Source: an optimization exercise on an open RTL-to-GDS flow (aim: small area, a short achievable clock period and few clock cycles per item). Production flows keep margins and buffers that such runs may drop. Where RTL was checked, it was by simulation tests only, not by an equivalence proof against the original. For run 5, only the layout was checked, not whether the RTL still works. Power and IR drop assume default switching activity.

--- flow/config.mk ---
export PLATFORM = sky130hd
export DESIGN_NAME = gate_long
export DESIGN_NICKNAME = gate_long
export VERILOG_FILES = /design/flow/design.v
export SDC_FILE = /design/flow/constraint.sdc
export NUM_CORES = 4
export LEC_CHECK = 0
export CAP_MARGIN = 20
export CORE_MARGIN = 2
export CORE_UTILIZATION = 40
export SLEW_MARGIN = 20
--- flow/constraint.sdc ---
create_clock -name core_clock -period 12.0 [get_ports {clk}]
set_input_delay 2.4000 -clock core_clock [delete_from_list [all_inputs] [get_ports {clk}]]
set_output_delay 2.4000 -clock core_clock [all_outputs]
set_load 0.01 [all_outputs]
--- flow/design.v ---
module gate_long (
  input  wire         clk,
  input  wire         rst,
  input  wire         wr_en,
  input  wire [5:0]   wr_idx,
  input  wire [23:0]  wr_dur,
  input  wire [7:0]   wr_mask,
  input  wire         arm_valid,
  output wire         arm_ready,
  input  wire [6:0]   arm_n,
  output reg          done,
  output reg          ok,
  output reg  [255:0] long_win      
);
  localparam [1:0] S_IDLE = 2'd0;
  localparam [1:0] S_SCAN = 2'd1;
  reg [23:0] dur [0:63];
  reg [7:0]  msk [0:63];
  always @(posedge clk) begin
    if (wr_en) begin
      dur[wr_idx] <= wr_dur;
      msk[wr_idx] <= wr_mask;
    end
  end
  reg [1:0]  state;
  reg [6:0]  n;
  reg [5:0]  idx;
  reg        zero_seen;
  assign arm_ready = (state == S_IDLE);
  wire [23:0] e_dur  = dur[idx];
  wire [7:0]  e_msk  = msk[idx];
  wire        last   = ({1'b0, idx} == n - 7'd1);
  reg [31:0] cur      [0:7];    
  reg [31:0] lead     [0:7];    
  reg [31:0] best     [0:7];    
  reg [7:0]  in_lead;
  reg [7:0]  all_open;
  always @(posedge clk) begin
    if (rst) begin
      state <= S_IDLE;
      done  <= 1'b0;
    end else begin
      done <= 1'b0;
      case (state)
        S_IDLE: begin
          if (arm_valid) begin
            n         <= arm_n;
            idx       <= 6'd0;
            zero_seen <= 1'b0;
            if (arm_n == 7'd0 || arm_n > 7'd64) begin
              ok   <= 1'b0;
              done <= 1'b1;
            end else begin
              state <= S_SCAN;
            end
          end
        end
        S_SCAN: begin
          if (e_dur == 24'd0) zero_seen <= 1'b1;
          idx <= idx + 6'd1;
          if (last) begin
            ok    <= !(zero_seen || e_dur == 24'd0);
            done  <= 1'b1;
            state <= S_IDLE;
          end
        end
        default: state <= S_IDLE;
      endcase
    end
  end
  genvar p;
  generate
    for (p = 0; p < 8; p = p + 1) begin : g_p
      wire        e_open = e_msk[p];
      reg [31:0] cur_n, lead_n, best_n, wrap;
      reg        in_lead_n, all_open_n;
      always @* begin
        cur_n      = cur[p];
        lead_n     = lead[p];
        best_n     = best[p];
        in_lead_n  = in_lead[p];
        all_open_n = all_open[p];
        if (e_open) begin
          cur_n = cur[p] + {8'd0, e_dur};
          if (in_lead[p]) lead_n = lead[p] + {8'd0, e_dur};
        end else begin
          in_lead_n  = 1'b0;
          all_open_n = 1'b0;
          if (cur[p] > best[p]) best_n = cur[p];
          cur_n = 32'd0;
        end
        wrap = lead_n + cur_n;    
      end
      always @(posedge clk) begin
        if (state == S_IDLE) begin
          cur[p]      <= 32'd0;
          lead[p]     <= 32'd0;
          in_lead[p]  <= 1'b1;
          best[p]     <= 32'd0;
          all_open[p] <= 1'b1;
        end else if (state == S_SCAN) begin
          cur[p]      <= cur_n;
          lead[p]     <= lead_n;
          in_lead[p]  <= in_lead_n;
          best[p]     <= best_n;
          all_open[p] <= all_open_n;
          if (last) begin
            if (all_open_n)
              long_win[32*p +: 32] <= 32'hFFFFFFFF;
            else if (wrap > best_n)
              long_win[32*p +: 32] <= wrap;
            else
              long_win[32*p +: 32] <= best_n;
          end
        end
      end
    end
  endgenerate
endmodule
--- flow/run.sh ---
#!/bin/bash
# synth_recipe.tcl (not shown) runs the flow's synth.tcl, then flattens the netlist and writes it again
# the make line also repeats each setting of config.mk as NAME=value (left out here)
make -C /OpenROAD-flow-scripts/flow DESIGN_CONFIG=/design/flow/config.mk WORK_HOME=/design/flow/orfs CLKGATE_MAP_FILE= SYNTH_SCRIPT=/design/flow/synth_recipe.tcl finish
==> results of run 1 <==
## where the power goes
part	internal (mW)	switching (mW)
Sequential	12.0	0.147
Clock	5.85	4.40
Combinational	4.81	7.61
## final cells by class
cell class,count,area [um^2],share of cell area (%)
diodes,8,20.0,0.0110
repair buffers,557,5210,2.87
inverters,513,1940,1.07
multi-input cells,8825,71800,39.5
well taps,5265,6590,3.63
clock buffers,450,9220,5.07
flip-flops and latches,3111,85500,47.1
clock inverters,156,1470,0.806
## per-layer routing
layer / global-route usage [%] / vias up
li1: - / 49600
met1: 31.1 / 53000
met2: 35.5 / 3283
met3: 3.57 / 667
met4: 5.10 / 30
met5: 0 / -
## cell families after synthesis
kind of cell	after synthesis	synth area share, %
simple gates	3467	10.5
flops	3111	53.3
compound gates	2602	10.3
fa+ha+maj	1170	9.23
buf+inv	986	2.51
mux	918	10.6
xor+xnor	668	3.66
## worst reg2reg max path, delay by kind of cell, from the launching register on
kind	cells	cell delay, ns
compound gates	20	4.52
mux	3	1.69
buf+inv	4	1.46
fa+ha+maj	3	1.05
flops	1	0.92
simple gates	5	0.90
xor+xnor	2	0.47
## flip-flops by register name, indices dropped and copies added (netlist names), 6 cells and up, named ones only
| register | cells |
|---|---|
| cur | 256 |
| long_win | 256 |
| dur | 1536 |
| all_open | 8 |
| lead | 256 |
| best | 256 |
| msk | 512 |
| n | 7 |
| idx | 6 |
| in_lead | 8 |
## worst max-delay path by stage
stage / depth (start not counted) / to / slack [ns] / startpoint
after floorplan: 46 / long_win[28] / 1.41 / flop
after global placement: 34 / long_win[98] / 0.71 / flop
after detailed placement: 33 / long_win[56] / 0.56 / flop
after CTS: 37 / long_win[159] / 0.51 / flop
after global routing: 33 / long_win[159] / 0.14 / flop
final: 37 / long_win[159] / 0.66 / flop
## cells in the final DEF (no fill, tap or decap), drive strengths merged, types with 78 or more instances in the layout
cell	Yosys	final
a21oi	754	754
buf	147	282
nand3	166	166
o211ai	141	141
ha	1146	1146
a211oi	87	87
nand2	784	784
o21ai	590	590
dfxtp	792	792
inv	512	525
edfxtp	2319	2319
nor3	149	149
mux2	102	102
nand4	159	159
o21a	109	109
mux4	611	611
a21o	391	391
mux2i	205	205
clkbuf	326	450
nand2b	105	105
nor2	1061	1061
xnor2	439	439
and2	446	446
a31oi	98	98
xor2	227	227
clkdlybuf4s50	0	275
o21bai	78	78
nor2b	210	210
and3	203	203
clkinv	1	109
==> impl_metrics.py, run 1 <==
metrics = {
    "synthesis": {
        "ys_top_cells_by_area": "edfxtp_1 43%, dfxtp_1 9.9%, ha_1 8.9%",
        "async_flop_share_pct": 0,
        "synth_seq_cells": 3111,
        "netlist_area_um2": 161000,
        "syn_area_per_cell_um2": 12.4,
        "synth-warning-count": 4,
        "syn-num-nets": 14100,
        "synth_edf_count": 2319,
        "synthMostInstantiatedCell": "edfxtp_1",
        "ys_types": 93,
        "yosysTopAreaCell": "edfxtp_1",
        "synth_top_area_share_pct": 43.4,
        "synthCells": 12900,
        "synth_flop_cell": "edfxtp_1",
        "ys_seq_area_share_pct": 53.3,
        "synth_common_cells": "2,319 x edfxtp_1, 1,146 x ha_1, 1,061 x nor2_1",
    },
    "clock_network": {
        "cts_buffers": 337,
        "cts_resized": 0,
        "cts_sinks": 3111,
        "insertion_delay_ns": 0.96,
        "clockRootBuffer": "clkbuf_16",
        "cts_setup_buffers": 0,
        "clk_pin_slew_ns": 0.06,
        "cts_tree": "yes",
        "ctsLongestPathBuffers": 4,
        "htreeDepth": 5,
        "ctsHoldBuffers": 0,
    },
    "route": {
        "avgRoutedWirePerCell_um": 24.3,
        "drt.antenna.violating_nets": 0,
        "route.met2.wl_mm": 212,
        "viasPerCell": 5.65,
        "num_vias": 107000,
        "drtPass1Iterations": 6,
        "wl_met1_mm": 204,
        "wl_met3_mm": 31.7,
        "route.detailed.drc": 0,
        "highest_layer": "met5",
        "drt-total-wl_mm": 459,
        "drt_iter0_markers": 9662,
    },
    "power_and_ir_drop": {
        "power_mw": 34.8,
        "max-vdd-ir-drop_uv": 202,
        "p_leak_nw": 67.8,
        "cellPowerDensity_nw_per_um2": 192,
    },
    "min_path": {
        "hold_class": "flop to flop",
        "min_to": "lead[4][15]",
        "worstHoldPathCells": 2,
        "worstHoldStart": "lead[4][15]",
    },
    "worst_setup_path": {
        "critPathCaptureType": "flop",
        "cpMostUsedCell": "a21o_1",
        "r2r_cells": 37,
        "start_kind": "flop",
        "crit_arrival_ns": 11.95,
        "criticalPathCategory": "flop to flop",
        "cp_num_buf_inv": 4,
        "slowest_delay_ns": 0.92,
        "cp.required_ns": 12.61,
        "cp_slowest_cell": "dfxtp_4",
        "rrSetupSlack_ns": 0.66,
        "reg2reg_to": "long_win[159]",
        "cp_max_fo": 40,
        "cpLargestDelayFamily": "compound AO/OA/AOI/OAI gates",
    },
    "finish": {
        "fin_cells": 18900,
        "final_nets": 14600,
        "postLayoutCoreUtil_pct": 45.5,
        "fin_area_um2": 182000,
        "drive_gt1_share_pct": 11.9,
        "syn_to_final_growth_pct": 13.2,
        "fill_cells": 35800,
    },
    "floorplan": {
        "io_pins": 308,
        "die_y_um": 637,
        "die_w_um": 637,
        "dieArea_um2": 406000,
        "start_util_pct": 40.2,
        "rows": 232,
        "core_um2": 399000,
    },
    "timing": {
        "drv_slew": 0,
        "fmax_ghz": 0.0882,
        "hold_viol": 0,
        "grt_setup_unrepaired": "false",
        "setup_viol": 0,
        "setup_tns_ns": 0,
        "fin_crit_sh_pct": 94.5,
        "holdWs_ns": 0.482,
        "tightest_slew_ns": 1.16,
        "fin_ws_ns": 0.660,
        "finClkSkew_ns": 0.0759,
        "slew_headroom_pct": 22.6,
        "min_period_ns": 11.34,
    },
    "placement": {
        "place_congestion": 0.885,
        "dpl.hpwl_mm": 306,
        "placed_area_um2": 171000,
        "pre_cts_ws_ns": 0.557,
        "dp.cells": 18300,
        "portBuffers": 307,
    },
    "global_routing": {
        "grt_pass1_wl_mm": 676,
        "grt_util_all_layers_pct": 22.0,
        "antenna_found_initial": 37,
        "grt.overflow.total": 0,
        "grt_max_degree": 127,
        "grt_pass1_vias": 103000,
    },
    "flow_run": {
        "drv_cap": 0,
    },
    "outcome": {
        "outcome": "timing/DRC/antenna clean",
    },
}
Testbench counts, summed over its fixed seeds: cycles 28,013, lists 1,200.
==> inputs of run 2 (changes only) <==
--- a/flow/config.mk
+++ b/flow/config.mk
@@ -10,2 +10,3 @@
 export CORE_UTILIZATION = 40
+export SETUP_SLACK_MARGIN = 4
 export SLEW_MARGIN = 20
==> run 2 against run 1 <==
Compared with the run above:
- still clean
- count of clock-buffer cells in the layout unchanged
- non-clock buffer count up 533
- sequential power about the same
- global-route usage up 1.1 points
- register-to-register slack better by 1.8 ns
- die area unchanged
- final cell count up 3.0%
- sequential share of layout area down 2.9 points
- critical path type unchanged
==> impl_metrics.py, run 2 <==
metrics = {
    "outcome": {
        "outcome": "timing/DRC/antenna clean",
    },
    "worst_setup_path": {
        "cp.required_ns": 12.58,
        "cp_max_fo": 8,
        "cp_num_buf_inv": 10,
        "critPathCaptureType": "flop",
        "criticalPathCategory": "flop to flop",
        "slowest_delay_ns": 0.73,
        "start_kind": "flop",
        "cpMostUsedCell": "a21o_1",
        "cp_slowest_cell": "mux4_4",
        "cpLargestDelayFamily": "compound AO/OA/AOI/OAI gates",
        "crit_arrival_ns": 10.11,
    },
    "placement": {
        "place_congestion": 0.863,
        "dp.cells": 18200,
        "portBuffers": 307,
        "dpl.hpwl_mm": 301,
    },
    "floorplan": {
        "dieArea_um2": 406000,
        "die_w_um": 637,
        "start_util_pct": 40.2,
        "die_y_um": 637,
        "rows": 232,
        "io_pins": 308,
        "core_um2": 399000,
    },
    "route": {
        "drt_iter0_markers": 9313,
        "num_vias": 110000,
        "avgRoutedWirePerCell_um": 25.0,
        "route.detailed.drc": 0,
        "viasPerCell": 5.66,
        "drt-total-wl_mm": 486,
        "drtPass1Iterations": 6,
        "drt.antenna.violating_nets": 0,
    },
    "synthesis": {
        "synth-warning-count": 4,
        "ys_types": 93,
        "yosysTopAreaCell": "edfxtp_1",
        "ys_top_cells_by_area": "edfxtp_1 43%, dfxtp_1 9.9%, ha_1 8.9%",
        "synthMostInstantiatedCell": "edfxtp_1",
        "netlist_area_um2": 161000,
        "synth_top_area_share_pct": 43.4,
        "ys_seq_area_share_pct": 53.3,
        "syn-num-nets": 14100,
        "synth_edf_count": 2319,
        "syn_area_per_cell_um2": 12.4,
        "async_flop_share_pct": 0,
        "synth_flop_cell": "edfxtp_1",
        "synth_seq_cells": 3111,
        "synth_common_cells": "2,319 x edfxtp_1, 1,146 x ha_1, 1,061 x nor2_1",
        "synthCells": 12900,
    },
    "clock_network": {
        "cts_buffers": 340,
        "insertion_delay_ns": 0.97,
        "htreeDepth": 5,
        "clockRootBuffer": "clkbuf_16",
        "cts_sinks": 3111,
        "cts_tree": "yes",
        "clk_pin_slew_ns": 0.06,
        "ctsHoldBuffers": 0,
        "ctsLongestPathBuffers": 4,
    },
    "power_and_ir_drop": {
        "seq_power_share_pct": 30.1,
        "p_sw_mw": 14.2,
        "comb_power_share_pct": 44.0,
        "p_leak_nw": 72.7,
        "cellPowerDensity_nw_per_um2": 208,
        "max-vdd-ir-drop_uv": 181,
        "clkPwrFrac_pct": 25.9,
        "p_sw_share_pct": 35.1,
        "power_mw": 40.3,
        "p_int_mw": 26.1,
    },
    "global_routing": {
        "grt.overflow.total": 0,
        "antenna_found_initial": 29,
        "grt_max_degree": 98,
        "grt_util_all_layers_pct": 23.1,
        "grt_pass1_vias": 106000,
        "grt_pass1_wl_mm": 705,
    },
    "finish": {
        "final_nets": 15100,
        "fill_cells": 34600,
        "drive_gt1_share_pct": 21.0,
        "final_common_cell": "edfxtp_1",
        "largest_reg_flops": 1536,
        "top_regs": "dur (1536), msk (512)",
        "regMostFlops": "dur",
        "fin_cells": 19400,
        "mostFrequentLayoutCells": "2,319 x edfxtp_1, 1,048 x ha_1, 956 x nor2_1",
        "syn_to_final_growth_pct": 20.7,
    },
    "timing": {
        "fmax_ghz": 0.105,
        "holdWs_ns": 0.486,
        "finClkSkew_ns": 0.0800,
        "setup_viol": 0,
        "setup_tns_ns": 0,
        "slew_headroom_pct": 8.92,
        "drv_slew": 0,
        "min_period_ns": 9.53,
        "fin_crit_sh_pct": 79.4,
        "grt_setup_unrepaired": "true",
        "hold_viol": 0,
        "tightest_slew_ns": 1.36,
    },
    "flow_run": {
        "drv_cap": 0,
    },
    "min_path": {
        "hold_class": "flop to flop",
    },
}
## run 2: cell count changes in the layout (fill, tap and decap cells not counted), sizes merged, moves of 2 or more
cell | before | now
diode | 8 | 11
clkinv | 109 | 123
buf | 282 | 795
bufinv | 21 | 23
a21o | 391 | 394
inv | 525 | 520
o21a | 109 | 113
a31o | 18 | 21
nand2 | 784 | 787
clkbuf | 450 | 460
bufbuf | 0 | 10
## run 2: cells by family after synthesis
logic type	share of synthesized area (%)
simple gates	10.5
compound gates	10.3
flops	53.3
mux	10.6
xor+xnor	3.66
buf+inv	2.51
fa+ha+maj	9.23
## run 2: worst paths after layout
path | to | cells after the start | from | slack, ns
worst max-delay path | long_win[110] | 41 | flop | 2.47
worst min-delay path | lead[4][19] | 2 | lead[4][19] | 0.49
worst max register to register | long_win[110] | 41 | flop | 2.47
worst min register to register | lead[4][19] | 2 | lead[4][19] | 0.49
## run 2: through the flow
step	setup slack (ns)	utilization, %	instance area, um^2
global placement	0.929	42.9	171000
floorplan	2.29	-	162000
CTS	2.58	47.6	190000
detailed placement	0.844	42.9	171000
global route	2.15	48.5	194000
finish	2.47	48.5	194000
## run 2: layout make-up
| cell class | count | area [um^2] | area share, % |
|---|---|---|---|
| Sequential cell | 3111 | 85500 | 44.1 |
| Multi-Input combinational cell | 8843 | 77100 | 39.8 |
| Timing Repair Buffer | 1090 | 11700 | 6.03 |
| Clock buffer | 450 | 9400 | 4.85 |
| Tap cell | 5265 | 6590 | 3.40 |
| Inverter | 513 | 1960 | 1.01 |
| Clock inverter | 166 | 1540 | 0.797 |
| Antenna cell | 11 | 27.5 | 0.0142 |
## run 2: worst reg2reg max path: cells and delay by family, from the launching register on
family | cells | cell delay, ns
AO/OA/AOI/OAI | 16 | 3.24
multiplexers | 3 | 1.74
buffers and inverters | 10 | 1.59
adder cells (fa/ha/maj) | 3 | 0.85
AND/OR/NAND/NOR | 6 | 0.72
XOR/XNOR | 3 | 0.66
flip-flops | 1 | 0.37
## run 2: repair_timing
action                                  CTS  global route
endpoints found under the setup margin  256           256
cloned                                   53            15
setup buffers                           391           119
pin swaps                               175           272
gates resized for setup                 662           583
## run 2: power groups by stage
stage	Sequential, mW	Clock [mW]	Combinational [mW]
after floorplan	12.3	0	9.32
after global placement	12.4	0	12.2
after detailed placement	12.4	0	12.3
after CTS	12.1	10.6	15.5
after global routing	12.2	11.0	19.1
final	12.1	10.4	17.7
## run 2: routing by layer
layer / global-route usage [%] / up-vias / routed length (um)
li1: - / 50800 / -
met1: 31.2 / 55000 / 205000
met3: 3.32 / 708 / 32200
met5: 0 / - / 174
met2: 38.6 / 3579 / 232000
met4: 6.64 / 28 / 16000
==> inputs of run 3 (changes only) <==
--- a/flow/design.v
+++ b/flow/design.v
@@ -12,3 +12,3 @@
   output reg          ok,
-  output reg  [255:0] long_win      
+  output wire [255:0] long_win      
 );
@@ -16,2 +16,3 @@
   localparam [1:0] S_SCAN = 2'd1;
+  localparam [1:0] S_FIN  = 2'd2;
   reg [23:0] dur [0:63];
@@ -32,4 +33,4 @@
   wire        last   = ({1'b0, idx} == n - 7'd1);
-  reg [31:0] cur      [0:7];    
-  reg [31:0] lead     [0:7];    
+  reg [29:0] cur      [0:7];    
+  reg [29:0] lead     [0:7];    
   reg [31:0] best     [0:7];    
@@ -60,7 +61,8 @@
           idx <= idx + 6'd1;
-          if (last) begin
-            ok    <= !(zero_seen || e_dur == 24'd0);
-            done  <= 1'b1;
-            state <= S_IDLE;
-          end
+          if (last) state <= S_FIN;
+        end
+        S_FIN: begin
+          ok    <= !zero_seen;
+          done  <= 1'b1;
+          state <= S_IDLE;
         end
@@ -74,3 +76,4 @@
       wire        e_open = e_msk[p];
-      reg [31:0] cur_n, lead_n, best_n, wrap;
+      reg [29:0] cur_n, lead_n;
+      reg [31:0] best_n, wrap;
       reg        in_lead_n, all_open_n;
@@ -83,4 +86,4 @@
         if (e_open) begin
-          cur_n = cur[p] + {8'd0, e_dur};
-          if (in_lead[p]) lead_n = lead[p] + {8'd0, e_dur};
+          cur_n = cur[p] + {6'd0, e_dur};
+          if (in_lead[p]) lead_n = lead[p] + {6'd0, e_dur};
         end else begin
@@ -88,6 +91,6 @@
           all_open_n = 1'b0;
-          if (cur[p] > best[p]) best_n = cur[p];
-          cur_n = 32'd0;
+          if ({2'd0, cur[p]} > best[p]) best_n = {2'd0, cur[p]};
+          cur_n = 30'd0;
         end
-        wrap = lead_n + cur_n;    
+        wrap = {2'd0, lead[p]} + {2'd0, cur[p]};    
       end
@@ -95,4 +98,4 @@
         if (state == S_IDLE) begin
-          cur[p]      <= 32'd0;
-          lead[p]     <= 32'd0;
+          cur[p]      <= 30'd0;
+          lead[p]     <= 30'd0;
           in_lead[p]  <= 1'b1;
@@ -104,14 +107,12 @@
           in_lead[p]  <= in_lead_n;
+          all_open[p] <= all_open_n;
           best[p]     <= best_n;
-          all_open[p] <= all_open_n;
-          if (last) begin
-            if (all_open_n)
-              long_win[32*p +: 32] <= 32'hFFFFFFFF;
-            else if (wrap > best_n)
-              long_win[32*p +: 32] <= wrap;
-            else
-              long_win[32*p +: 32] <= best_n;
-          end
+        end else if (state == S_FIN) begin
+          if (all_open[p])
+            best[p] <= 32'hFFFFFFFF;
+          else if (wrap > best[p])
+            best[p] <= wrap;
         end
       end
+      assign long_win[32*p +: 32] = best[p];
     end
--- a/flow/config.mk
+++ b/flow/config.mk
@@ -10,3 +10,3 @@
 export CORE_UTILIZATION = 40
-export SETUP_SLACK_MARGIN = 4
+export SETUP_SLACK_MARGIN = 5
 export SLEW_MARGIN = 20
==> run 3 against run 2 <==
Compared with the run above:
- highest routed layer unchanged
- register-to-register slack better by 2.8 ns
- routed wire length down 5.9%
- critical endpoint is now lead[5][22]
- via count down 6.9%
- synthesized cell count down 9.2%
==> impl_metrics.py, run 3 <==
metrics = {
    "timing": {
        "slew_headroom_pct": 25.9,
        "grt_setup_unrepaired": "true",
        "hold_viol": 0,
        "min_period_ns": 6.73,
        "finClkSkew_ns": 0.0762,
        "fin_crit_sh_pct": 56.1,
        "fmax_ghz": 0.149,
        "setup_tns_ns": 0,
        "drv_slew": 0,
        "tightest_slew_ns": 1.11,
        "setup_viol": 0,
    },
    "synthesis": {
        "synth-warning-count": 4,
        "ys_types": 97,
        "synth_top_area_share_pct": 42.2,
        "syn_area_per_cell_um2": 12.5,
        "async_flop_share_pct": 0,
        "ys_top_cells_by_area": "edfxtp_1 42%, dfxtp_1 10%, ha_1 9.5%",
        "ys_seq_area_share_pct": 52.4,
        "syn-num-nets": 12900,
        "synth_flop_cell": "edfxtp_1",
        "synth_seq_cells": 2816,
        "synth_common_cells": "2,063 x edfxtp_1, 1,114 x ha_1, 920 x a21oi_1",
        "netlist_area_um2": 147000,
        "yosysTopAreaCell": "edfxtp_1",
        "synthMostInstantiatedCell": "edfxtp_1",
        "synth_edf_count": 2063,
        "synthCells": 11700,
    },
    "floorplan": {
        "die_y_um": 610,
        "start_util_pct": 40.2,
        "rows": 222,
        "core_um2": 366000,
        "io_pins": 308,
        "dieArea_um2": 372000,
        "die_w_um": 610,
    },
    "finish": {
        "final_nets": 13300,
        "syn_to_final_growth_pct": 13.6,
        "drive_gt1_share_pct": 12.3,
        "largest_reg_flops": 1536,
        "regMostFlops": "dur",
        "final_common_cell": "edfxtp_1",
        "top_regs": "dur (1536), msk (512), best (256)",
        "mostFrequentLayoutCells": "2,063 x edfxtp_1, 1,114 x ha_1, 916 x a21oi_1",
    },
    "min_path": {
        "hold_class": "flop to flop",
    },
    "clock_network": {
        "cts_sinks": 2816,
        "ctsHoldBuffers": 0,
        "insertion_delay_ns": 0.95,
        "htreeDepth": 5,
        "ctsLongestPathBuffers": 4,
        "clk_pin_slew_ns": 0.06,
        "cts_tree": "yes",
        "cts_buffers": 315,
        "clockRootBuffer": "clkbuf_16",
    },
    "placement": {
        "place_congestion": 0.929,
        "dpl.hpwl_mm": 300,
        "portBuffers": 307,
    },
    "power_and_ir_drop": {
        "p_leak_nw": 61.3,
        "cellPowerDensity_nw_per_um2": 163,
        "max-vdd-ir-drop_uv": 125,
        "power_mw": 27.1,
    },
    "global_routing": {
        "grt_pass1_wl_mm": 668,
        "grt_pass1_vias": 100000,
        "antenna_found_initial": 25,
        "grt_max_degree": 105,
        "grt_util_all_layers_pct": 23.9,
        "grt.overflow.total": 0,
    },
    "route": {
        "drt_iter0_markers": 9962,
        "route.detailed.drc": 0,
        "drt-total-wl_mm": 457,
        "viasPerCell": 5.97,
        "drt.antenna.violating_nets": 0,
        "avgRoutedWirePerCell_um": 26.6,
        "num_vias": 103000,
        "drtPass1Iterations": 6,
    },
    "worst_setup_path": {
        "start_kind": "flop",
        "critPathCaptureType": "flop",
        "crit_arrival_ns": 7.54,
        "cp.required_ns": 12.81,
        "cp_max_fo": 80,
        "criticalPathCategory": "flop to flop",
    },
    "flow_run": {
        "drv_cap": 0,
    },
    "outcome": {
        "outcome": "timing/DRC/antenna clean",
    },
}
[run 3: changes by cell type after synthesis, moves of 68 or more]
cell,change
mux2_2,-72
o221ai_1,+68
a21oi_1,+166
edfxtp_1,-256
a22o_1,+87
o21ai_0,-112
mux2i_1,-114
o211ai_1,-90
nor2_1,-394
and2_1,-405
o22ai_1,+120
and3_1,-140
[run 3: worst max-delay path: stages, from the launching register on]
cell and delay [ns]:
dfxtp_4 0.64, buf_12 0.48, mux4_2 0.41, mux4_2 0.54, mux4_2 0.74, buf_4 0.37, ha_1 0.37, nor2b_1 0.16
o21ai_0 0.20, a21oi_1 0.12, o21ai_0 0.26, a31oi_1 0.21, o211ai_1 0.35, a21oi_1 0.19, o41ai_2 0.64, o21bai_1 0.14
or4_1 0.43, a31oi_1 0.19
[run 3: final cells by class]
class	instances	area [um^2]
fillers	32300	199000
flip-flops and latches	2816	77000
multi-input cells	8005	66800
clock buffers	413	8520
well taps	4816	6030
repair buffers	505	4860
clock inverters	157	1780
inverters	456	1730
diodes	11	27.5
[run 3: repair_timing]
action	in CTS	in global routing
endpoints found under the setup margin	79	200
setup buffers	0	10
gates cloned	1	2
gates resized for setup	24	32
[run 3: kinds of logic (layout without fill, tap and decap cells)]
group                      after synthesis  in the layout  share of synthesized area, %
buffers and inverters                  908           1531                          2.55
AOI/OAI and AO/OA                     2965           2965                          13.1
other                                    0             11                             0
adders and majority gates             1138           1138                          9.81
DFF                                   2816           2816                          52.4
and+or+nand+nor                       2585           2585                          8.44
muxes                                  734            734                          10.2
xor gates and xnor gates               583            583                          3.48
[run 3: power breakdown]
group | internal, mW | switching, mW
clock | 5.59 | 4.13
combinational | 2.48 | 3.90
sequential | 10.7 | 0.340
[run 3: routing by layer]
| layer | share of wire (%) | track usage (%) |
|---|---|---|
| met1 | 42 | 32.6 |
| met2 | 47 | 38.8 |
| met3 | 7.1 | 3.41 |
| met4 | 3.8 | 8.64 |
| met5 | 0.014 | 0 |
[run 3: worst paths after layout]
check | from | end | cells after the start | slack (ns)
setup / recovery | flop | lead[5][22] | 17 | 5.27
setup reg to reg | flop | lead[5][22] | 17 | 5.27
hold / removal | best[0][2] | best[0][2] | 2 | 0.47
hold reg to reg | best[0][2] | best[0][2] | 2 | 0.47
[run 3: through the flow]
| step | utilization (%) | area [um^2] | hold WS [ns] | cells | worst slack (ns) |
|---|---|---|---|---|---|
| after floorplan | - | 147000 | 0.449 | 11700 | 5.22 |
| final | 45.6 | 167000 | 0.470 | 17200 | 5.27 |
| after detailed placement | 42.7 | 156000 | 0.463 | 16600 | 4.50 |
| after CTS | 45.5 | 166000 | 0.471 | 17200 | 4.97 |
| after global placement | 42.7 | 156000 | 0.457 | 16600 | 4.35 |
| after global routing | 45.6 | 167000 | 0.484 | 17200 | 4.94 |
Testbench counts of run 3, summed over its fixed seeds: cycles 29,213, lists 1,200.
==> inputs of run 4 (changes only) <==
==> flow/flow/run.sh (new file) <==
#!/bin/bash
set -o pipefail
bash standard.sh SETUP_SLACK_MARGIN=6.5 finish > standard.log 2>&1
==> flow/standard.sh (new file) <==
#!/bin/bash
# synth_recipe.tcl (not shown) runs the flow's synth.tcl, then flattens the netlist and writes it again
# the make line also repeats each setting of config.mk as NAME=value (left out here)
make -C /OpenROAD-flow-scripts/flow DESIGN_CONFIG=/design/flow/config.mk WORK_HOME=/design/flow/orfs CLKGATE_MAP_FILE= SYNTH_SCRIPT=/design/flow/synth_recipe.tcl "${@:-finish}"
--- a/flow/config.mk
+++ b/flow/config.mk
@@ -10,3 +10,2 @@
 export CORE_UTILIZATION = 40
-export SETUP_SLACK_MARGIN = 5
 export SLEW_MARGIN = 20
removed: flow/run.sh
==> run 4 against run 3 <==
Compared with the run above:
- critical endpoint is now cur[6][26]
- count of clock-buffer cells in the layout is 11 higher
- global-route usage is 1.2 points higher
- clock power is 0.9% lower
- setup slack better by 0.97 ns
- critical path type unchanged
- clock skew is 0.023 ns lower
- final cell count is 2.6% higher
- fmax is 17% higher
- via count is 4.4% higher
- power is 5.3% higher
==> impl_metrics.py, run 4 <==
metrics = {
    "outcome": {
        "outcome": "timing/DRC/antenna clean",
    },
    "synthesis": {
        "synth_fa_ha_area_share_pct": 9.81,
        "synth_flop_cell": "edfxtp_1",
        "synth_top_area_share_pct": 42.2,
        "synth_top_family_by_area": "compound AO/OA/AOI/OAI gates",
        "synth_seq_cells": 2816,
        "synth-warning-count": 4,
        "ys_types": 97,
        "synth_compound_area_share_pct": 13.1,
        "synthMostInstantiatedCell": "edfxtp_1",
        "netlist_area_um2": 147000,
        "ys_seq_area_share_pct": 52.4,
        "synthMuxAreaShare_pct": 10.2,
        "synth-xor-area-share_pct": 3.48,
        "synthCells": 11700,
        "yosysTopAreaCell": "edfxtp_1",
        "synth_edf_count": 2063,
        "async_flop_share_pct": 0,
        "syn-num-nets": 12900,
        "synth-simple-area-share_pct": 8.44,
        "syn_area_per_cell_um2": 12.5,
        "ys_top_cells_by_area": "edfxtp_1 42%, dfxtp_1 10%, ha_1 9.5%",
        "synth_common_cells": "2,063 x edfxtp_1, 1,114 x ha_1, 920 x a21oi_1",
    },
    "floorplan": {
        "io_pins": 308,
        "dieArea_um2": 372000,
        "core_um2": 366000,
        "die_w_um": 610,
        "start_util_pct": 40.2,
        "die_y_um": 610,
        "rows": 222,
    },
    "finish": {
        "syn_to_final_growth_pct": 20.1,
        "mostFrequentLayoutCells": "2,063 x edfxtp_1, 1,036 x ha_1, 811 x a21oi_1",
        "drive_gt1_share_pct": 19.9,
        "regMostFlops": "dur",
        "top_regs": "dur (1536), msk (512), best (256)",
        "final_common_cell": "edfxtp_1",
        "largest_reg_flops": 1536,
        "final_nets": 13700,
        "fill_cells": 31300,
    },
    "clock_network": {
        "cts_sinks": 2816,
        "clockRootBuffer": "clkbuf_16",
        "cts_tree": "yes",
        "clk_pin_slew_ns": 0.06,
        "cts_buffers": 319,
        "ctsLongestPathBuffers": 4,
        "insertion_delay_ns": 0.95,
        "htreeDepth": 5,
    },
    "power_and_ir_drop": {
        "clkPwrFrac_pct": 33.7,
        "comb_power_share_pct": 27.7,
        "cellPowerDensity_nw_per_um2": 162,
        "seq_power_share_pct": 38.6,
        "p_leak_nw": 65.0,
        "p_int_mw": 19.5,
        "p_sw_mw": 9.01,
        "max-vdd-ir-drop_uv": 117,
        "p_sw_share_pct": 31.6,
        "power_mw": 28.6,
    },
    "worst_setup_path": {
        "slowest_delay_ns": 0.52,
        "cpLargestDelayFamily": "multiplexers",
        "rrSetupSlack_ns": 6.24,
        "crit_cells": 23,
        "crit_chain": "buf_12 > buf_16 > buf_8 > buf_16 > mux4_2 > mux4_2 > mux4_2 > buf_12 > buf_12 > buf_8 > ha_4 > fa_2 > a21o_1 > a21oi_2 > o21bai_2 > a2111o_1 > a21o_4 > nand4_1 > nand4_1 > a311oi_4 > nor3_2 > xnor2_1 > nor2_1",
        "cp_num_buf_inv": 7,
        "start_kind": "flop",
        "cp_slowest_cell": "mux4_2",
        "criticalPathCategory": "flop to flop",
        "r2r_cells": 23,
        "critPathCaptureType": "flop",
        "endpoint": "cur[6][26]",
        "reg2reg_to": "cur[6][26]",
        "cp_max_fo": 8,
        "cp.required_ns": 12.80,
        "crit_arrival_ns": 6.56,
    },
    "flow_run": {
        "drv_cap": 0,
    },
    "placement": {
        "pre_cts_ws_ns": 4.41,
        "dpl.hpwl_mm": 298,
        "place_congestion": 0.916,
        "portBuffers": 307,
    },
    "route": {
        "drt.antenna.violating_nets": 0,
        "viasPerCell": 6.08,
        "drt-total-wl_mm": 486,
        "num_vias": 107000,
        "route.detailed.drc": 0,
        "drtPass1Iterations": 8,
        "drt_iter0_markers": 11400,
        "avgRoutedWirePerCell_um": 27.6,
    },
    "timing": {
        "holdWs_ns": 0.471,
        "fin_crit_sh_pct": 48.0,
        "drv_slew": 0,
        "slew_headroom_pct": 22.6,
        "setup_viol": 0,
        "hold_viol": 0,
        "fin_ws_ns": 6.24,
        "min_period_ns": 5.76,
        "setup_tns_ns": 0,
        "tightest_slew_ns": 1.16,
        "fmax_ghz": 0.174,
        "grt_setup_unrepaired": "true",
        "finClkSkew_ns": 0.0536,
    },
    "global_routing": {
        "grt.overflow.total": 0,
        "grt_pass1_wl_mm": 696,
        "antenna_found_initial": 25,
        "grt_max_degree": 153,
        "grt_pass1_vias": 103000,
        "grt_util_all_layers_pct": 25.0,
    },
    "min_path": {
        "hold_class": "flop to flop",
    },
}
-- run 4: logic make-up (layout without fill, tap and decap cells) --
logic type,after synthesis,after routing
other,0,11
AO/OA/AOI/OAI,2965,2971
XOR/XNOR,583,583
AND/OR/NAND/NOR,2585,2590
adder cells (fa/ha/maj),1138,1138
multiplexers,734,734
buffers and inverters,908,1963
flip-flops,2816,2816
-- run 4: worst min-delay path by stage --
stage	from	endpoint	depth (start not counted)
floorplan	lead[6][26]	lead[6][26]	1
global placement	best[7][8]	best[7][8]	2
detailed placement	best[0][4]	best[0][4]	2
CTS	best[0][4]	best[0][4]	2
global route	best[5][26]	best[5][26]	2
finish	best[0][4]	best[0][4]	2
-- run 4: timing repair --
item | CTS | global route
setup buffers | 196 | 201
cloned | 49 | 14
endpoints found under the setup margin | 702 | 417
gates resized for setup | 556 | 506
pin swaps | 191 | 364
hold buffers | 0 | 0
-- run 4: tightest hold or removal path, stage by stage, from the launching register on --
cell     delay (ns)
dfxtp_1        0.32
nand2_1        0.06
a21oi_1        0.05
-- run 4: power groups by stage --
stage,combinational (mW),sequential (mW),clock [mW]
global placement,6.18,11.2,0
finish,7.91,11.0,9.62
floorplan,4.16,11.1,0
detailed placement,6.30,11.2,0
global route,8.42,11.0,10.1
CTS,7.26,11.0,9.76
-- run 4: cell type report --
class	count	area, um^2	share of cell area, %
Inverter	456	1740	0.986
Timing Repair Buffer	941	10500	5.96
Clock inverter	141	1410	0.797
Multi-Input combinational cell	8016	71000	40.2
Tap cell	4816	6030	3.41
Timing Repair inverter	1	8.76	0.00496
Sequential cell	2816	77100	43.7
Antenna cell	11	27.5	0.0156
Clock buffer	424	8700	4.93
-- run 4: per-layer routing --
| metal | vias up | routed length (um) | global-route usage, % |
|---|---|---|---|
| met5 | - | 35 | 0 |
| met4 | 6 | 20900 | 9.46 |
| met3 | 887 | 37700 | 3.37 |
| met2 | 4671 | 224000 | 40.1 |
| met1 | 54400 | 203000 | 34.7 |
| li1 | 47100 | - | - |
-- run 4: stage by stage --
step,utilization (%),instance area (um^2),std cells
final,48.3,177000,17600
after global routing,48.3,176000,17600
after CTS,47.1,172000,17400
after detailed placement,42.8,156000,16600
after global placement,42.7,156000,16600
after floorplan,-,148000,11700
==> inputs of run 5 (changes only) <==
==> flow/design.v (replaced) <==
module gate_long (
  input  wire         clk,
  input  wire         rst,
  input  wire         wr_en,
  input  wire [5:0]   wr_idx,
  input  wire [23:0]  wr_dur,
  input  wire [7:0]   wr_mask,
  input  wire         arm_valid,
  output wire         arm_ready,
  input  wire [6:0]   arm_n,
  output reg          done,
  output reg          ok,
  output reg  [255:0] long_win      
);
  localparam [1:0] S_IDLE = 2'd0;
  localparam [1:0] S_SCAN = 2'd1;
  reg [23:0] dur [0:63];
  reg [7:0]  msk [0:63];
  always @(posedge clk) begin
    if (wr_en) begin
      dur[wr_idx] <= wr_dur;
      msk[wr_idx] <= wr_mask;
    end
  end
  reg [1:0]  state;
  reg [6:0]  n;
  reg [2:0]  prio;
  reg [5:0]  idx;
  reg        zero_seen;
  reg [31:0] cur;         
  reg [31:0] lead;        
  reg        in_lead;
  reg [31:0] best;        
  reg        all_open;
  assign arm_ready = (state == S_IDLE);
  wire [23:0] e_dur  = dur[idx];
  wire        e_open = msk[idx][prio];
  wire        last   = ({1'b0, idx} == n - 7'd1);
  reg [31:0] cur_n, lead_n, best_n, wrap;
  reg        in_lead_n, all_open_n;
  always @* begin
    cur_n      = cur;
    lead_n     = lead;
    best_n     = best;
    in_lead_n  = in_lead;
    all_open_n = all_open;
    if (e_open) begin
      cur_n = cur + {8'd0, e_dur};
      if (in_lead) lead_n = lead + {8'd0, e_dur};
    end else begin
      in_lead_n  = 1'b0;
      all_open_n = 1'b0;
      if (cur > best) best_n = cur;
      cur_n = 32'd0;
    end
    wrap = lead_n + cur_n;    
  end
  always @(posedge clk) begin
    if (rst) begin
      state <= S_IDLE;
      done  <= 1'b0;
    end else begin
      done <= 1'b0;
      case (state)
        S_IDLE: begin
          if (arm_valid) begin
            n         <= arm_n;
            prio      <= 3'd0;
            idx       <= 6'd0;
            zero_seen <= 1'b0;
            cur       <= 32'd0;
            lead      <= 32'd0;
            in_lead   <= 1'b1;
            best      <= 32'd0;
            all_open  <= 1'b1;
            if (arm_n == 7'd0 || arm_n > 7'd64) begin
              ok   <= 1'b0;
              done <= 1'b1;
            end else begin
              state <= S_SCAN;
            end
          end
        end
        S_SCAN: begin
          if (e_dur == 24'd0) zero_seen <= 1'b1;
          if (last) begin
            if (all_open_n)
              long_win[32*prio +: 32] <= 32'hFFFFFFFF;
            else if (wrap > best_n)
              long_win[32*prio +: 32] <= wrap;
            else
              long_win[32*prio +: 32] <= best_n;
            cur      <= 32'd0;
            lead     <= 32'd0;
            in_lead  <= 1'b1;
            best     <= 32'd0;
            all_open <= 1'b1;
            idx      <= 6'd0;
            prio     <= prio + 3'd1;
            if (prio == 3'd7) begin
              ok    <= !(zero_seen || e_dur == 24'd0);
              done  <= 1'b1;
              state <= S_IDLE;
            end
          end else begin
            cur      <= cur_n;
            lead     <= lead_n;
            in_lead  <= in_lead_n;
            best     <= best_n;
            all_open <= all_open_n;
            idx      <= idx + 6'd1;
          end
        end
        default: state <= S_IDLE;
      endcase
    end
  end
endmodule
==> flow/run.sh (new file) <==
#!/bin/bash
# synth_recipe.tcl (not shown) runs the flow's synth.tcl, then flattens the netlist and writes it again
# the make line also repeats each setting of config.mk as NAME=value (left out here)
make -C /OpenROAD-flow-scripts/flow DESIGN_CONFIG=/design/flow/config.mk WORK_HOME=/design/flow/orfs CLKGATE_MAP_FILE= SYNTH_SCRIPT=/design/flow/synth_recipe.tcl finish
removed: flow/flow/run.sh
removed: flow/standard.sh
==> run 5 against run 4 <==
Compared with the run above:
- non-clock buffer count fell by 445
- via count fell by 49%
- sequential share of layout area rose by 18 points
- sequential power fell by 14%
- critical path depth rose by 14
- register-to-register slack got worse by 5.3 ns
- critical path type unchanged
- setup slack got worse by 5.3 ns
- still clean
- flip-flop and latch count fell by 388
==> impl_metrics.py, run 5 <==
metrics = {
    "outcome": {
        "outcome": "timing/DRC/antenna clean",
    },
    "finish": {
        "drive_gt1_share_pct": 22.9,
        "top_regs": "dur (1536), msk (512), long_win (256)",
        "syn_to_final_growth_pct": 16.2,
        "fin_area_um2": 117000,
        "final_nets": 5849,
        "mostFrequentLayoutCells": "2,420 x edfxtp_1, 623 x mux4_2, 285 x clkbuf_16",
        "postLayoutCoreUtil_pct": 46.7,
        "fin_cells": 9174,
        "final_common_cell": "edfxtp_1",
        "largest_reg_flops": 1536,
        "regMostFlops": "dur",
    },
    "synthesis": {
        "syn_area_per_cell_um2": 19.6,
        "ys_top_cells_by_area": "edfxtp_1 72%, mux4_2 14%, ha_1 1.9%",
        "ys_seq_area_share_pct": 72.1,
        "synth_edf_count": 2420,
        "synth_flop_cell": "edfxtp_1",
        "async_flop_share_pct": 0,
        "netlist_area_um2": 101000,
        "ys_types": 84,
        "yosysTopAreaCell": "edfxtp_1",
        "synth-warning-count": 1,
        "synthCells": 5163,
        "synth_seq_cells": 2428,
        "synth_top_area_share_pct": 72.0,
        "synthMostInstantiatedCell": "edfxtp_1",
        "synth_common_cells": "2,420 x edfxtp_1, 623 x mux4_2, 226 x nor2_1",
        "syn-num-nets": 5367,
    },
    "placement": {
        "portBuffers": 307,
        "dp.cells": 8709,
        "place_congestion": 0.864,
        "placed_area_um2": 109000,
        "pre_cts_ws_ns": 0.931,
        "dpl.hpwl_mm": 172,
    },
    "clock_network": {
        "insertion_delay_ns": 0.94,
        "clk_pin_slew_ns": 0.06,
        "cts_buffers": 276,
        "cts_sinks": 2428,
        "ctsLongestPathBuffers": 4,
        "clockRootBuffer": "clkbuf_16",
        "cts_setup_buffers": 0,
        "cts_tree": "yes",
        "cts_resized": 0,
        "ctsHoldBuffers": 0,
        "htreeDepth": 5,
    },
    "global_routing": {
        "antenna_found_initial": 16,
        "grt_max_degree": 153,
        "grt.overflow.total": 0,
        "grt_util_all_layers_pct": 22.0,
        "grt_pass1_vias": 54400,
        "grt_pass1_wl_mm": 407,
    },
    "timing": {
        "tightest_slew_ns": 1.11,
        "finClkSkew_ns": 0.0825,
        "fin_crit_sh_pct": 92.5,
        "hold_viol": 0,
        "slew_headroom_pct": 26.2,
        "min_period_ns": 11.10,
        "drv_slew": 0,
        "fin_ws_ns": 0.904,
        "setup_tns_ns": 0,
        "holdWs_ns": 0.524,
        "setup_viol": 0,
        "fmax_ghz": 0.0901,
        "grt_setup_unrepaired": "false",
    },
    "worst_setup_path": {
        "cp_max_fo": 23,
        "start_kind": "flop",
        "rrSetupSlack_ns": 0.90,
        "cp.required_ns": 12.64,
        "cp_num_buf_inv": 3,
        "criticalPathCategory": "flop to flop",
        "reg2reg_to": "long_win[31]",
        "critPathCaptureType": "flop",
        "cp_slowest_cell": "a2111oi_0",
        "cpMostUsedCell": "a21o_1",
        "r2r_cells": 37,
        "crit_cells": 37,
        "endpoint": "long_win[31]",
        "slowest_delay_ns": 0.73,
        "cpLargestDelayFamily": "compound AO/OA/AOI/OAI gates",
        "crit_arrival_ns": 11.74,
    },
    "route": {
        "avgRoutedWirePerCell_um": 31.2,
        "drt.antenna.violating_nets": 0,
        "drt_iter0_markers": 6920,
        "route.detailed.drc": 0,
        "drt-total-wl_mm": 286,
        "viasPerCell": 6.01,
        "num_vias": 55100,
        "drtPass1Iterations": 5,
    },
    "floorplan": {
        "die_w_um": 506,
        "start_util_pct": 40.2,
        "core_um2": 251000,
        "rows": 184,
        "io_pins": 308,
        "dieArea_um2": 257000,
        "die_y_um": 506,
    },
    "min_path": {
        "worstHoldPathCells": 1,
        "hold_class": "flop to flop",
    },
    "power_and_ir_drop": {
        "cellPowerDensity_nw_per_um2": 175,
        "max-vdd-ir-drop_uv": 145,
        "power_mw": 20.5,
        "p_leak_nw": 37.6,
    },
    "flow_run": {
        "drv_cap": 0,
    },
}
-- run 5: layout make-up --
type                            count  area [um^2]
Fill cell                       20800       134000
Clock buffer                      342         7350
Clock inverter                    115          911
Tap cell                         3348         4190
Inverter                          117          449
Sequential cell                  2428        72800
Multi-Input combinational cell   2326        26800
Antenna cell                        2         5.00
Timing Repair Buffer              496         4770
-- run 5: power by group --
| group | leakage [nW] | internal [mW] | switching, mW |
|---|---|---|---|
| combinational | 11.6 | 1.14 | 1.99 |
| clock | 4.04 | 4.61 | 3.28 |
| sequential | 21.9 | 9.41 | 0.0488 |
-- run 5: per-layer routing --
metal  vias up  track usage, %  part of all wire [%]  wire length (um)
li1      22600               -                     -                 -
met1     29400            30.9                    41            118000
met2      2717            35.4                    48            137000
met3       395            4.23                   8.7             24800
met4         8            5.21                   2.2              6290
met5         -               0                 0.017                49
-- run 5: kinds of logic (layout without fill, tap and decap cells) --
family          count (synthesis)  count (layout)  synth area share (%)
other cells                     0               2                     0
compound gates                779             779                  5.75
fa+ha+maj                     155             155                  1.94
xor+xnor                       92              92                 0.798
flops                        2428            2428                  72.1
simple gates                  607             607                  2.93
buf+inv                       409            1070                  1.86
mux                           693             693                  14.6
-- run 5: worst min-delay path by stage --
stage | startpoint | endpoint | slack (ns)
finish | zero_seen | ok | 0.52
global route | zero_seen | ok | 0.55
CTS | zero_seen | ok | 0.53
detailed placement | zero_seen | ok | 0.52
global placement | zero_seen | ok | 0.51
floorplan | state[0] | zero_seen | 0.43
-- run 5: worst reg2reg max path, delay by kind of cell (launching register included) --
kind                       cells  cell delay (ns)
AOI/OAI and AO/OA             21             5.21
xor gates and xnor gates       2             0.22
adders and majority gates      3             1.08
buffers and inverters          3             0.60
DFF                            1             0.66
muxes                          3             1.77
and+or+nand+nor                5             1.28

## re-timing with driven ports
The flow's constraints put no driver on any port. The routed layouts listed below were extracted and timed again, unchanged, in two steps. Step 1 (the two cells are an assumption about what drives the block):
set clk [get_ports {clk}]
set_driving_cell -lib_cell sky130_fd_sc_hd__clkbuf_16 $clk
set_driving_cell -lib_cell sky130_fd_sc_hd__buf_2 [delete_from_list [all_inputs] $clk]
Step 2 moves the port delays by t, midway between the first and last clock arrival at a register: inputs arrive t later, outputs are due t later. That takes back most of the time a late clock gives input paths. Three values: ideal ports, drivers, drivers and shift; two values: the first two.
| run | shift t [ns] | setup slack, ns | pins driven straight from the clock port |
|---|---|---|---|
| run 1 | 1.038 | 0.660 / 0.660 / 0.660 | 1 |
| run 2 | 1.047 | 2.470 / 2.470 / 2.470 | 1 |
| run 3 | 1.022 | 5.268 / 5.268 / 5.268 | 1 |
| run 4 | 1.023 | 6.239 / 6.239 / 6.093 | 1 |
| run 5 | 0.996 | 0.904 / 0.904 / 0.904 | 1 |
After both steps every run listed still meets setup and hold. The setup slack of run 4, which loses most, moves by 0.000 ns with the drivers and by -0.146 ns with both steps.
